From an optimization exercise on the open Yosys and OpenROAD flow, aimed at small area, a short achievable clock period and few clock cycles; shortcuts taken in it are not production practice.

==> flow/design.v <==
module vbc_block_decoder (
    input  wire        clk,
    input  wire        rst,           
    input  wire        in_valid,
    output wire        in_ready,
    input  wire [31:0] in_data,       
    input  wire [4:0]  in_w,          
    output reg         out_valid,
    output wire [15:0] out_sample,    
    output reg         out_last       
);
    reg [31:0] slot0, slot1;
    reg        wp;            
    reg [1:0]  cnt;           
    reg [5:0]  ptr;
    reg [4:0]  w_in;          
    assign in_ready = !cnt[1];
    wire accept = in_valid && !cnt[1];
    reg        hdr;           
    reg        raw;
    reg [1:0]  pred;
    reg [4:0]  w;
    reg [17:0] ab;            
    reg        ua;
    reg [7:0]  idx;           
    reg [3:0]  idle;          
    reg [16:0] u2;            
    reg        v2;
    reg [15:0] hist [0:15];
    assign out_sample = hist[0];
    wire [15:0] wmask = 16'hFFFF >> (5'd16 - w);
    wire [17:0] ub = ua ? {2'b0, u2[15:0]} : 18'd0;
    wire [17:0] cg [0:5];     
    wire [17:0] cp [0:5];
    assign cg[0] = ab & ub;
    assign cp[0] = ab ^ ub;
    genvar gl, gi;
    generate
        for (gl = 0; gl < 5; gl = gl + 1) begin : pfx
            for (gi = 0; gi < 18; gi = gi + 1) begin : bit_
                if (gi >= (1 << gl)) begin : comb
                    assign cg[gl+1][gi] = cg[gl][gi] | (cp[gl][gi] & cg[gl][gi - (1 << gl)]);
                    assign cp[gl+1][gi] = cp[gl][gi] & cp[gl][gi - (1 << gl)];
                end else begin : pass
                    assign cg[gl+1][gi] = cg[gl][gi];
                    assign cp[gl+1][gi] = cp[gl][gi];
                end
            end
        end
    endgenerate
    wire [17:0] carry = {cg[5][16:0], 1'b0};      
    wire [17:0] a     = cp[0] ^ carry;
    wire [17:0] hi    = ab | ub;
    reg  [15:0] kt;
    integer j;
    always @(*) begin
        kt[0] = 1'b1;
        for (j = 1; j < 16; j = j + 1)
            kt[j] = (j < w) && (((hi >> (j + 2)) != 18'd0) || carry[j + 2]);
    end
    reg  [3:0] k;
    always @(*) begin
        k = 4'd0;
        for (j = 1; j < 16; j = j + 1)
            if (kt[j]) k = j;
    end
    wire [15:0] kmask = {1'b0, kt[15:1]};
    wire [31:0] wd0 = ptr[5] ? slot1 : slot0;
    wire [31:0] wd1 = ptr[5] ? slot0 : slot1;
    wire [63:0] win = {wd1, wd0};
    wire [31:0] S   = win >> ptr[4:0];
    reg  [4:0]  q;
    integer m;
    always @(*) begin
        q = 5'd16;
        for (m = 15; m >= 0; m = m - 1)
            if (!S[m]) q = m;
    end
    wire esc = q[4];
    wire [31:0] Sr = S >> (q[3:0] + 5'd1);
    reg  [16:0] u;
    always @(*) begin
        if (raw)      u = {S[15:0] & wmask, 1'b0};
        else if (esc) u = {1'b0, S[31:16] & wmask};
        else          u = ({13'd0, q[3:0]} << k) | {1'b0, Sr[15:0] & kmask};
    end
    wire [5:0]  pos_raw = {1'b0, ptr[4:0]} + {1'b0, w};
    wire [5:0]  pos_esc = pos_raw + 6'd16;
    wire [5:0]  pos_k   = {1'b0, ptr[4:0]} + {2'b0, k} + 6'd1;
    wire [5:0]  pos_cod = pos_k + {2'b0, q[3:0]};
    wire [5:0]  end_pos = raw ? pos_raw : esc ? pos_esc : pos_cod;
    wire        strad   = end_pos > 6'd32;
    wire        go      = !hdr && cnt != 2'd0 && (cnt[1] || !strad) && (idx == 8'd0 || idle == 4'd0);
    wire        last    = (idx == 8'd255);
    wire        hgo     = hdr && cnt != 2'd0;
    wire [1:0]  npop    = hgo ? 2'd1 : !go ? 2'd0 : last ? {strad, !strad} : {1'b0, end_pos[5]};
    wire [1:0]  cnt_a   = cnt + {1'b0, accept};
    wire [1:0]  cnt_a1  = cnt_a - 2'd1;
    wire [1:0]  cnt_n   = npop[1] ? 2'd0 : npop[0] ? cnt_a1 : cnt_a;
    wire        upd     = go && !raw;
    wire [17:0] a_dec   = a - {2'b0, a[17:2]};
    wire [17:0] ab_n    = upd ? a_dec : a;
    always @(posedge clk) begin
        if (rst) begin
            cnt <= 2'd0;
            wp  <= 1'b0;
            ptr <= 6'd0;
            hdr <= 1'b1;
            idx <= 8'd0;
            v2  <= 1'b0;
            out_valid <= 1'b0;
        end else begin
            cnt <= cnt_n;
            wp  <= wp ^ accept;
            if (hgo || (go && last))
                ptr <= {ptr[5] ^ npop[0], 5'd0};
            else if (go)
                ptr <= {ptr[5] ^ end_pos[5], end_pos[4:0]};
            if (hdr) begin
                if (cnt != 2'd0) begin
                    hdr  <= 1'b0;
                    w    <= w_in;
                    pred <= wd0[1:0];
                    raw  <= wd0[6];
                end
            end else if (go) begin
                idx <= idx + 8'd1;
                if (last) hdr <= 1'b1;
            end
            v2 <= go;
            out_valid <= v2;
        end
        if (accept) w_in <= in_w;
        if (accept && !wp) slot0 <= in_data;
        if (accept &&  wp) slot1 <= in_data;
        if (hdr) begin
            ab <= 18'd4 << wd0[5:2];
            ua <= 1'b0;
        end else begin
            ab <= ab_n;
            ua <= upd;
        end
        idle     <= go ? 4'd0 : idle + 4'd1;
        u2       <= u;
        out_last <= (idx == 8'd0);
    end
    wire        first = (idx == 8'd1);
    wire        x0    = (idx[3:0] == 4'd1);
    wire        y0    = (idx[7:4] == 4'd0 && idx[3:0] != 4'd0) || (idx == 8'd16);
    reg  [15:0] p;
    always @(*) begin
        if (first || pred == 2'd0 || raw) p = 16'd0;
        else if (pred == 2'd1)            p = x0 ? hist[15] : hist[0];
        else                              p = y0 ? hist[0] : hist[15];
    end
    wire [15:0] r = u2[16:1] ^ {16{u2[0]}};
    wire [15:0] s = (p + r) & wmask;
    integer h;
    always @(posedge clk) begin
        hist[0] <= v2 ? s : hist[15];
        for (h = 1; h < 16; h = h + 1) hist[h] <= hist[h-1];
    end
endmodule
Settings: LEC_CHECK=0, ABC_AREA=1, CAP_MARGIN=20, CORE_MARGIN=2, CORE_UTILIZATION=40, SETUP_SLACK_MARGIN=4.0, SLEW_MARGIN=20; clock period 10.0 ns.
run.sh (not shown) runs the stock make flow with config.mk's settings and CLKGATE_MAP_FILE= SYNTH_SCRIPT=/design/flow/synth_recipe.tcl, a recipe that flattens the netlist after the stock synthesis.
The baseline produced a clean layout.
==> next run, changes <==
--- a/flow/design.v
+++ b/flow/design.v
@@ -29,5 +29,9 @@
     reg [15:0] hist [0:15];
     assign out_sample = hist[0];
-    wire [15:0] wmask = 16'hFFFF >> (5'd16 - w);
+    reg  [15:0] wmask;        
+    integer wi;
+    always @(*)
+        for (wi = 0; wi < 16; wi = wi + 1)
+            wmask[wi] = w > wi;
     wire [17:0] ub = ua ? {2'b0, u2[15:0]} : 18'd0;
     wire [17:0] cg [0:5];     
@@ -57,5 +61,5 @@
         kt[0] = 1'b1;
         for (j = 1; j < 16; j = j + 1)
-            kt[j] = (j < w) && (((hi >> (j + 2)) != 18'd0) || carry[j + 2]);
+            kt[j] = wmask[j] && (((hi >> (j + 2)) != 18'd0) || carry[j + 2]);
     end
     reg  [3:0] k;
@@ -67,7 +71,10 @@
     wire [15:0] kmask = {1'b0, kt[15:1]};
     wire [31:0] wd0 = ptr[5] ? slot1 : slot0;
-    wire [31:0] wd1 = ptr[5] ? slot0 : slot1;
-    wire [63:0] win = {wd1, wd0};
-    wire [31:0] S   = win >> ptr[4:0];
+    wire [62:0] sh0 = ptr[5] ? {slot0[30:0], slot1} : {slot1[30:0], slot0};
+    wire [46:0] sh1 = ptr[4] ? sh0[62:16] : sh0[46:0];
+    wire [38:0] sh2 = ptr[3] ? sh1[46:8]  : sh1[38:0];
+    wire [34:0] sh3 = ptr[2] ? sh2[38:4]  : sh2[34:0];
+    wire [32:0] sh4 = ptr[1] ? sh3[34:2]  : sh3[32:0];
+    wire [31:0] S   = ptr[0] ? sh4[32:1]  : sh4[31:0];
     reg  [4:0]  q;
     integer m;
@@ -78,21 +85,41 @@
     end
     wire esc = q[4];
-    wire [31:0] Sr = S >> (q[3:0] + 5'd1);
+    wire [23:0] r1  = q[3] ? {1'b0, S[31:9]} : S[24:1];
+    wire [19:0] r2  = q[2] ? r1[23:4]  : r1[19:0];
+    wire [17:0] r3  = q[1] ? r2[19:2]  : r2[17:0];
+    wire [15:0] rem = q[0] ? r3[16:1]  : r3[15:0];
+    wire [4:0]  qk1 = k[0] ? {q[3:0], 1'b0} : {1'b0, q[3:0]};
+    wire [6:0]  qk2 = k[1] ? {qk1, 2'b0}    : {2'b0, qk1};
+    wire [10:0] qk3 = k[2] ? {qk2, 4'b0}    : {4'b0, qk2};
+    wire [15:0] qk  = k[3] ? {qk3[7:0], 8'b0} : {5'b0, qk3};
     reg  [16:0] u;
     always @(*) begin
         if (raw)      u = {S[15:0] & wmask, 1'b0};
         else if (esc) u = {1'b0, S[31:16] & wmask};
-        else          u = ({13'd0, q[3:0]} << k) | {1'b0, Sr[15:0] & kmask};
+        else          u = {1'b0, qk | (rem & kmask)};
     end
     wire [5:0]  pos_raw = {1'b0, ptr[4:0]} + {1'b0, w};
     wire [5:0]  pos_esc = pos_raw + 6'd16;
-    wire [5:0]  pos_k   = {1'b0, ptr[4:0]} + {2'b0, k} + 6'd1;
-    wire [5:0]  pos_cod = pos_k + {2'b0, q[3:0]};
+    wire [5:0]  x_cod   = {1'b0, ptr[4:0]} + {2'b0, q[3:0]} + 6'd1;
+    wire [5:0]  pos_cod = x_cod + {2'b0, k};
     wire [5:0]  end_pos = raw ? pos_raw : esc ? pos_esc : pos_cod;
-    wire        strad   = end_pos > 6'd32;
+    reg         strad_c, end5_c;
+    integer n;
+    always @(*) begin
+        strad_c = x_cod >= 6'd33;
+        end5_c  = x_cod >= 6'd32;
+        for (n = 17; n < 32; n = n + 1)
+            if (x_cod == n) begin
+                end5_c = kt[32 - n];
+                if (n >= 18) strad_c = kt[33 - n];
+            end
+        if (x_cod == 6'd32) strad_c = kt[1];
+    end
+    wire        strad   = raw ? pos_raw > 6'd32 : esc ? pos_esc > 6'd32 : strad_c;
+    wire        end5    = raw ? pos_raw[5]      : esc ? pos_esc[5]      : end5_c;
     wire        go      = !hdr && cnt != 2'd0 && (cnt[1] || !strad) && (idx == 8'd0 || idle == 4'd0);
     wire        last    = (idx == 8'd255);
     wire        hgo     = hdr && cnt != 2'd0;
-    wire [1:0]  npop    = hgo ? 2'd1 : !go ? 2'd0 : last ? {strad, !strad} : {1'b0, end_pos[5]};
+    wire [1:0]  npop    = hgo ? 2'd1 : !go ? 2'd0 : last ? {strad, !strad} : {1'b0, end5};
     wire [1:0]  cnt_a   = cnt + {1'b0, accept};
     wire [1:0]  cnt_a1  = cnt_a - 2'd1;
@@ -148,10 +175,8 @@
     wire        x0    = (idx[3:0] == 4'd1);
     wire        y0    = (idx[7:4] == 4'd0 && idx[3:0] != 4'd0) || (idx == 8'd16);
-    reg  [15:0] p;
-    always @(*) begin
-        if (first || pred == 2'd0 || raw) p = 16'd0;
-        else if (pred == 2'd1)            p = x0 ? hist[15] : hist[0];
-        else                              p = y0 ? hist[0] : hist[15];
-    end
+    wire        coded = !first && !raw;
+    wire        use0  = coded && (pred == 2'd1 ? !x0 : pred == 2'd2 &&  y0);
+    wire        use15 = coded && (pred == 2'd1 ?  x0 : pred == 2'd2 && !y0);
+    wire [15:0] p     = (hist[0] & {16{use0}}) | (hist[15] & {16{use15}});
     wire [15:0] r = u2[16:1] ^ {16{u2[0]}};
     wire [15:0] s = (p + r) & wmask;
=> The changed run finished clean. Cell area decreases by 2.9%. Sequential cell count stays the same. Global-route usage is lower by 1.2 points. Sequential share of layout area rose by 1.1 points. Area after synthesis came out lower by 6.8%. Wire length drops by 11%.
Function was not checked in any run of this note: the RTL went through the layout flow alone.

[separate check: timing with driven ports]
The flow's constraints put no driver on any port. The routed layouts listed below were extracted and timed again, unchanged, in two steps. Step 1, drivers: a clkbuf_16 drives clk and a buf_2 each remaining input, both assumed. Step 2 adds t to the input delays and takes it off the output delays; t is the mean of the earliest and latest rising clock arrival at the registers after step 1. Input paths then give back, and output paths get back, about the clock's delay inside the block. Three values: ideal ports, drivers, drivers and shift; two values: the first two.
run	t (ns)	setup slack, ns	clock arrival spread, ns
the first run	0.625	4.271 / 4.271 / 4.271	0.037 / 0.037
the second run	0.629	4.266 / 4.266 / 4.266	0.042 / 0.042
After both steps setup and hold are still met in every run listed.
